Background: an optimization exercise with open tools, aiming at small area, a short achievable clock period and few clock cycles per item. Do not read the settings as production practice. Function was checked by simulation only, so behaviour that the tests miss may differ from the original.

Setup of job 7943:
// seal_engine
module seal_engine (
    input  wire         clk,
    input  wire         rst,
    input  wire         in_valid,
    output wire         in_ready,
    input  wire [127:0] in_key,
    input  wire [16:0]  in_line,
    input  wire [255:0] in_data,
    output reg          out_valid,
    output wire [255:0] out_data
);
For scale: roughly 660 I/O pins, ~0.062 mm2 of cells after synthesis.
export LEC_CHECK = 0
export ABC_AREA = 1
export CAP_MARGIN = 20
export CORE_MARGIN = 2
export CORE_UTILIZATION = 40
export SLEW_MARGIN = 20
create_clock -name core_clock -period 11.0 [get_ports {clk}]
standard.sh (not shown) runs the stock make flow with config.mk's settings and CLKGATE_MAP_FILE= SYNTH_SCRIPT=/design/flow/synth_recipe.tcl, a recipe that flattens the netlist after the stock synthesis.
==> flow/flow/run.sh <==
#!/bin/bash
# Own layout flow: the standard synthesis, then the combinational logic of
# its netlist is mapped again to the standard cells with flow/remap.abc (the
# registers stay the standard synthesis's cells, with their names), then the standard flow's
# standard layout from floorplan to finish on that netlist.
set -euo pipefail
W=$(pwd)
R=$W/orfs/results/$FLOW_PLATFORM/seal_engine/base
LIB=$FLOW_HOME/platforms/$FLOW_PLATFORM/lib/sky130_fd_sc_hd__tt_025C_1v80.lib
YOSYS=$(command -v yosys || echo /OpenROAD-flow-scripts/tools/install/yosys/bin/yosys)

bash standard.sh synth > std_synth.log 2>&1

cp $R/1_2_yosys.v $W/std_1_2_yosys.v
# registers and tie cells stay as they are: blackbox stubs for their types
SEQ=$(grep -oE 'sky130_fd_sc_hd__[a-z0-9_]+' $W/std_1_2_yosys.v | sort -u \
      | grep -E '__(df|edf|sdf|sedf|dl|conb)' | sed 's/^/=/' | tr '\n' ' ')
cat > $W/remap.ys <<EOT
read_liberty -lib $LIB
select $SEQ
write_verilog -blackboxes -selected $W/remap_stubs.v
design -reset
read_liberty -wb -ignore_miss_func $LIB
read_verilog -lib -overwrite $W/remap_stubs.v
read_verilog $W/std_1_2_yosys.v
hierarchy -check -top $FLOW_TOP
flatten -wb
opt_clean -purge
tee -o $W/remap_before.txt stat
abc -script $W/flow/remap.abc -liberty $LIB -dont_use *lpflow* -dont_use *probe* -constr $W/remap.constr -D 11000
opt_clean -purge
hilomap -singleton -hicell sky130_fd_sc_hd__conb_1 HI -locell sky130_fd_sc_hd__conb_1 LO
splitnets
opt_clean -purge
rename -hide w:* i:* %d o:* %d
tee -o $W/remap_stat.txt stat -liberty $LIB
write_verilog -noattr -noexpr -nohex -nodec $R/1_2_yosys.v
EOT
printf 'set_driving_cell sky130_fd_sc_hd__buf_1\nset_load 5\n' > $W/remap.constr
$YOSYS -l $W/remap_yosys.log -q -s $W/remap.ys > /dev/null 2>&1
$YOSYS -l $W/remap_check.log -q -p "read_liberty -lib $LIB; read_verilog $R/1_2_yosys.v; hierarchy -check -top $FLOW_TOP; check -assert" > /dev/null 2>&1
rm -f $R/1_synth.odb $R/1_synth.sdc

bash standard.sh > std_finish.log 2>&1
==> flow/flow/remap.abc <==
strash
dc2
&get -n
&st
&dch -f
&nf
&put
buffer -c
upsize -c
dnsize -c
Testbench counts of job 7943, summed over its fixed seeds: cycles 15,384, lines 384.
Setup changes, job 7943 to job 1890
Settings: a change of CORE_UTILIZATION from 40 to 60.
==> flow/run.sh (new file) <==
#!/bin/bash
# synth_recipe.tcl (not shown) runs the flow's synth.tcl, then flattens the netlist and writes it again
# the make line also repeats each setting of config.mk as NAME=value (left out here)
make -C /OpenROAD-flow-scripts/flow DESIGN_CONFIG=/design/flow/config.mk WORK_HOME=/design/flow/orfs CLKGATE_MAP_FILE= SYNTH_SCRIPT=/design/flow/synth_recipe.tcl finish
removed: flow/flow/run.sh
removed: flow/flow/remap.abc
removed: flow/standard.sh
==> comparison <==
Row final-layout non-clock buffer area share: job 1890 lower / job 7943 higher
Per the comparison of job 1890 with job 7943, die width saw a decrease; met2 global-route usage now larger.
Changes in job 7904 relative to job 1890:
Settings: changing CORE_UTILIZATION from 60 to 40.
Looking at the reports, job 7904 completed the entire flow and the layout it produced met the timing, design-rule and antenna checks.
Job 1890 -> job 7904: number of nets produced by synthesis delta 0, exact match
From job 1890 to job 7904 the numbers moved as follows: global routing usage on met2 moved down, area of the core went up.
Compare job 7904 and job 1890 | setup slack after layout higher: job 7904
Side by side, clock-buffer cell count turned out higher in job 7904 than in job 1890.

==> what the ideal ports hide <==
In the flow no input, the clock included, has a driving cell. The finished layouts below were timed again as built, in two steps. Step 1, drivers: a clkbuf_16 drives clk and a buf_2 each remaining input, both assumed. Step 2 moves the port delays by t, midway between the first and last clock arrival at a register: inputs arrive t later, outputs are due t later. That takes back most of the time a late clock gives input paths. a / b / c = ideal ports / drivers / drivers and shift; a / b = the first two.
run	t (ns)	setup WS [ns]	worst setup path after step 2
job 7943	0.803	5.394 / 5.394 / 5.394	register to register
job 1890	0.804	5.877 / 5.877 / 5.877	register to register
job 7904	0.829	6.365 / 6.365 / 5.946	input to register
After both steps setup and hold are still met in every run listed. For job 7904, which loses most, drivers alone change the setup slack by 0.000 ns; drivers and shift together by -0.419 ns.
